Source: an optimization exercise on an open RTL-to-GDS flow (aim: small area, a short achievable clock period and few clock cycles). Production flows keep margins and buffers that such runs may drop.
Only simulation tests tie the RTL to the original design; equivalence was not proved.

==> run Z: inputs <==
// ce_update
module ce_update (
    input  wire         clk,
    input  wire         rst,
    input  wire         start,
    output reg          done,
    input  wire [1:0]   law,
    input  wire [1:0]   nbq,
    input  wire [15:0]  e,
    input  wire [255:0] s_in,
    input  wire [16:0]  umod,
    input  wire [15:0]  tco,
    input  wire [7:0]   tref,
    input  wire [7:0]   t,
    input  wire [7:0]   damp,
    input  wire         dith_en,
    input  wire         wd,
    input  wire         ho,
    input  wire [17:0]  ff,
    input  wire [17:0]  lr,
    input  wire [639:0] coef,
    input  wire [15:0]  kph,
    input  wire [15:0]  gout,
    input  wire [31:0]  rgout,
    input  wire [15:0]  kb,
    input  wire [16:0]  win,
    output wire [255:0] s_out,
    output reg  [31:0]  w,
    output reg  [16:0]  ul,
    output reg  [16:0]  ucmd,
    output reg  [7:0]   dh
);
    localparam [2:0] ST_IDLE = 3'd0,
                     ST_CORE = 3'd1,    
                     ST_BQ   = 3'd2,    
                     ST_T1   = 3'd3,    
                     ST_T1R  = 3'd4,    
                     ST_DU   = 3'd5,    
                     ST_T2   = 3'd6,    
                     ST_T3   = 3'd7;    
  ...
clock: 18.0 ns
lec_check: 0
abc_area: 1
cap_margin: 20
core_margin: 2
core_utilization: 30
place_density: 0.5
slew_margin: 20
synth_hierarchical: 1
standard.sh (not shown) runs the stock make flow with config.mk's settings and CLKGATE_MAP_FILE= SYNTH_SCRIPT=/design/flow/synth_recipe.tcl, a recipe that flattens the netlist after the stock synthesis.
==> flow/flow/run.sh <==
#!/bin/bash
# The standard flow (standard.sh: unchanged synthesis, floorplan, placement,
# CTS, routing), run in two parts:
#  - up to CTS with a larger setup-repair target (SETUP_SLACK_MARGIN), so that
#    repair_timing keeps improving the paths that set the achieved period;
#  - global/detailed routing and finish with the default repair settings.
# Port buffers use the smallest buffer cell.  The SDC is not changed.
set -eo pipefail
export BUFFER_PORTS_ARGS="-buffer_cell sky130_fd_sc_hd__buf_1"
SETUP_SLACK_MARGIN=11 bash standard.sh cts > standard_to_cts.log 2>&1
bash standard.sh > standard_finish.log 2>&1
==> run K (differences from run Z) <==
--- a/flow/design.v
+++ b/flow/design.v
@@ -33,20 +33,20 @@
                      ST_CORE = 3'd1,    
                      ST_BQ   = 3'd2,    
                      ST_T1   = 3'd3,    
                      ST_T1R  = 3'd4,    
                      ST_DU   = 3'd5,    
                      ST_T2   = 3'd6,    
                      ST_T3   = 3'd7;    
-    localparam [2:0] P_ACC = 3'd0, P_RND = 3'd1, P_R23 = 3'd2, P_R22 = 3'd3,
+    localparam [2:0] P_ACC = 3'd0, P_RND = 3'd1, P_R23 = 3'd2, P_R31 = 3'd3,
                      P_ZERO = 3'd4, P_BASE = 3'd5;
     localparam [2:0] A_COEF = 3'd0, A_WBYP = 3'd1, A_WREG = 3'd2, A_R28 = 3'd3,
                      A_KPH = 3'd4, A_RGOUT = 3'd5, A_DW = 3'd6;
     localparam [3:0] B_X = 4'd0, B_S = 4'd1, B_V = 4'd2, B_Y = 4'd3, B_WREG = 4'd4,
-                     B_DU = 4'd5, B_GOUT = 4'd6, B_E = 4'd7, B_KB = 4'd8;
+                     B_DU = 4'd5, B_GOUT = 4'd6, B_KB = 4'd7;
     reg  [2:0]  st;
     reg  [2:0]  k;
     reg  [1:0]  sec;
     reg  [1:0]  law_r, nbq_r;
     reg  [32:0] opa, opa2;
     reg  [16:0] b_one, b_two, b_neg;
     reg         b_one17;
@@ -72,15 +72,15 @@
     wire [66:0] mac_s, mac_c;
     wire [66:0] mac = mac_s + mac_c;
     always @(*) begin
         case (psel_r)
             P_ACC:   pre = acc;
             P_RND:   pre = 67'd1 << 27;
             P_R23:   pre = 67'd1 << 23;
-            P_R22:   pre = 67'd1 << 22;
+            P_R31:   pre = 67'd1 << 31;
             P_BASE:  pre = {{20{v_r[31]}}, v_r, 15'd0};    
             default: pre = 67'd0;
         endcase
     end
     wire m_1 = (b_one[0] & opa[0]) ^ b_neg[0];
     wire m_2 = ((b_one[0] & opa[1]) | (b_two[0] & opa[0])) ^ b_neg[0];
     wire m_3 = ((b_one[0] & opa[2]) | (b_two[0] & opa[1])) ^ b_neg[0];
@@ -1953,63 +1953,58 @@
         sadd_r <= sw[{sec, k[1]}];
     wire [32:0] ysum_w = {r28[31], r28} + {sadd_r[31], sadd_r};
     wire [31:0] ysum = (ysum_w[32] != ysum_w[31]) ? (ysum_w[32] ? 32'h80000000 : 32'h7fffffff)
                                                   : ysum_w[31:0];
     reg  signed [19:0] k_r;               
     reg  [16:0] lo_r, hi_r;
     wire signed [24:0] uu = $signed(acc[47:24]) + k_r;
-    wire signed [25:0] d1 = $signed({9'd0, lo_r}) - uu;
-    wire signed [25:0] d2 = $signed({9'd0, hi_r}) - uu;
-    wire        below = ~d1[25];            
-    wire        above = d2[25];             
+    wire        below = uu < $signed({8'd0, lo_r});
+    wire        above = uu > $signed({8'd0, hi_r});
+    wire [16:0] lim = below ? lo_r : hi_r;
+    wire signed [24:0] dlim = $signed({8'd0, lim}) - uu;
     wire [16:0] ul_n = below ? lo_r : above ? hi_r : uu[16:0];
-    wire [24:0] du = below ? d1[24:0] : above ? d2[24:0] : 25'd0;
-    reg  signed [8:0] dmp_r;              
-    always @(posedge clk)
-        dmp_r <= wd ? $signed({1'b0, damp}) : -$signed({1'b0, damp});
-    wire signed [18:0] ud = $signed({2'b00, ul_n}) + dmp_r;
+    wire [24:0] du = (below | above) ? dlim : 25'd0;
+    wire signed [18:0] ud = $signed({2'b00, ul_n}) + (wd ? $signed({11'd0, damp}) : -$signed({11'd0, damp}));
     wire [16:0] ucmd_n = !dith_en ? ul_n : ud[18] ? 17'd0 : ud[17] ? 17'h1ffff : ud[16:0];
-    wire signed [9:0] dq = acc[32:23];
+    wire signed [9:0] dq = acc[41:32];
     wire [7:0] dh_n = !ho ? 8'd0 : (dq > 10'sd102) ? 8'd102 : (dq < -10'sd102) ? 8'h9a : dq[7:0];
     wire        h_sat = ~(&acc[66:46] | ~|acc[66:46]);
     wire [31:0] hist = h_sat ? (acc[66] ? 32'h80000000 : 32'h7fffffff) : acc[46:15];
     wire [2:0]  hword = (law_r == 2'd0) ? 3'd2 : law2 ? {nbq_r, 1'b0} : 3'd3;
     generate
         for (gi = 0; gi < 8; gi = gi + 1) begin : g_sout
             assign s_out[32*gi +: 32] = (hword == gi) ? hist : s_r[gi];
         end
     endgenerate
     wire [9:0]  dt = {{2{t[7]}}, t} - {{2{tref[7]}}, tref};
     reg  [9:0]  dt_r;
-    reg  [15:0] tco_r;
     reg  [2:0]  mcnt;
     reg  [16:0] phi;                  
-    reg  [9:0]  plow;                 
+    reg  [1:0]  plow;                 
     wire [10:0] dtx = {dt_r, 1'b0};
     wire [2:0]  dg = dtx[2*mcnt +: 3];
     wire        d_one = dg[1] ^ dg[0];
     wire        d_two = (dg[2] & ~dg[1] & ~dg[0]) | (~dg[2] & dg[1] & dg[0]);
-    wire [17:0] d_mag = d_two ? {tco_r[15], tco_r, 1'b0} : d_one ? {{2{tco_r[15]}}, tco_r} : 18'd0;
+    wire [17:0] d_mag = d_two ? {tco[15], tco, 1'b0} : d_one ? {{2{tco[15]}}, tco} : 18'd0;
     wire [18:0] d_term = {d_mag[17] ^ dg[2], d_mag ^ {18{dg[2]}}};
     wire [18:0] d_acc = (mcnt == 3'd0) ? 19'd0 : {{2{phi[16]}}, phi};
     wire [18:0] d_um = (mcnt == 3'd4) ? {2'b00, umod} : 19'd0;
     wire [18:0] d_sum = d_acc + d_term + d_um + {18'd0, dg[2]};
-    wire [18:0] mt_raw = {phi, plow[9:8]};
+    wire [18:0] mt_raw = {phi, plow};
     wire [16:0] mt = mt_raw[18] ? 17'd0 : mt_raw[17] ? 17'h1ffff : mt_raw[16:0];
     wire [17:0] mlo = {1'b0, mt} - {1'b0, win};
     wire [17:0] mhi = {1'b0, mt} + {1'b0, win};
     always @(posedge clk) begin
         if (st == ST_IDLE) begin
             dt_r  <= dt;
-            tco_r <= tco;
             mcnt  <= 3'd0;
         end else if (mcnt != 3'd5) begin
             mcnt <= mcnt + 3'd1;
             phi  <= d_sum[18:2];
-            plow <= {d_sum[1:0], plow[9:2]};
+            plow <= d_sum[1:0];
         end
         k_r  <= $signed({3'd0, mt}) + $signed({{2{ff[17]}}, ff}) + $signed({{2{lr[17]}}, lr});
         lo_r <= mlo[17] ? 17'd0 : mlo[16:0];
         hi_r <= mhi[17] ? 17'h1ffff : mhi[16:0];
     end
     reg  [2:0]  asel;
     reg  [3:0]  bsel;
@@ -2064,22 +2059,22 @@
             ST_T1: begin
                 if (!law2 && r28_sat) begin
                     asel = A_R28;
                     bsel = B_GOUT;
                     psel = P_R23;
                 end else begin
                     asel = A_KPH;
-                    bsel = B_E;
-                    psel = P_R22;
+                    bsel = B_X;
+                    psel = P_R31;
                 end
             end
             ST_T1R: begin
                 asel = A_KPH;
-                bsel = B_E;
-                psel = P_R22;
+                bsel = B_X;
+                psel = P_R31;
             end
             ST_DU: begin
                 asel = A_RGOUT;
                 bsel = B_DU;
                 psel = P_ZERO;
             end
             ST_T2: begin
@@ -2109,16 +2104,15 @@
         case (bsel)
             B_X:     b_n = {x[31], x};
             B_S:     b_n = {sw[k][31], sw[k]};
             B_V:     b_n = {v_sel[31], v_sel};
             B_Y:     b_n = {ysum[31], ysum};
             B_WREG:  b_n = {w[31], w};
             B_DU:    b_n = {{8{du[24]}}, du};
-            B_GOUT:  b_n = {17'd0, gout};
-            default: b_n = {{17{e[15]}}, e};
+            default: b_n = {17'd0, gout};
         endcase
     end
     wire [36:0] bx = (bsel == B_KB) ? {2'b00, kb, 2'b00, kb, 1'b0}
                                     : {{3{b_n[32]}}, b_n, 1'b0};
     integer j;
     always @(posedge clk) begin
         psel_r <= psel;
==> flow/flow/run.sh (replaced) <==
#!/bin/bash
# The standard flow (standard.sh: unchanged synthesis, floorplan, placement,
# CTS, routing) with a larger setup-repair target (SETUP_SLACK_MARGIN), so that
# repair_timing keeps improving the paths that set the achieved period.
# Port buffers use the smallest buffer cell.  The SDC is not changed.
set -eo pipefail
export BUFFER_PORTS_ARGS="-buffer_cell sky130_fd_sc_hd__buf_1"
SETUP_SLACK_MARGIN=11 bash standard.sh > standard.log 2>&1
Settings changed: CAP_MARGIN 20 to 35.
==> key figures <==
Cells and area
  – Fillers: 28.6k
  – Post-Layout Cell Count: 15.6k
  – Clock buf count: 120
  – Inverters: 1361

Outcome
  – Status: timing/DRC/antenna clean

GRT
  – Largest net degree at the start of global routing: 68

Floorplan
  – Starting Density: 30.2%

Synthesis
  – Number of synthesized register bits: 682

Critical path
  – R2R setup slack: 11.00 ns
Source of the figures above: run K

==> key figures <==
Floorplan
  – Starting Density: 30.2%

Outcome
  – Status: timing/DRC/antenna clean

Timing
  – Final period util: 40.8%

Synthesis
  – Number of synthesized register bits: 707

Cells and area
  – Fillers: 28.6k
  – Post-Layout Cell Count: 15.4k
  – Clock buf count: 109
  – Inverters: 1388

Critical path
  – R2R setup slack: 10.66 ns
Source of the figures above: run Z

Testbench counts of run Z, summed over its fixed seeds: cycles 29,468.
Testbench counts of run K, summed over its fixed seeds: cycles 29,468.

[port drivers added, routing unchanged]
No port has a modelled driver above. Below, the same layouts with a new extraction and two added sets of constraints.
Step 1: set_driving_cell puts a clkbuf_16 on clk and a buf_2 on each other input, an assumption about the parent block.
Step 2 moves the port delays by t, midway between the first and last clock arrival at a register: inputs arrive t later, outputs are due t later. That takes back most of the time a late clock gives input paths.
Three values: ideal, step 1, step 2; two values: the first two.
run	t, ns	setup slack, ns	worst register clock-pin slew, ns
run Z	0.860	10.657 / 10.657 / 10.543	0.07 / 0.07
run K	0.851	10.946 / 10.841 / 10.404	0.08 / 0.08
After both steps every run listed still meets setup and hold. The setup slack of run K, which loses most, moves by -0.105 ns with the drivers and by -0.542 ns with both steps.
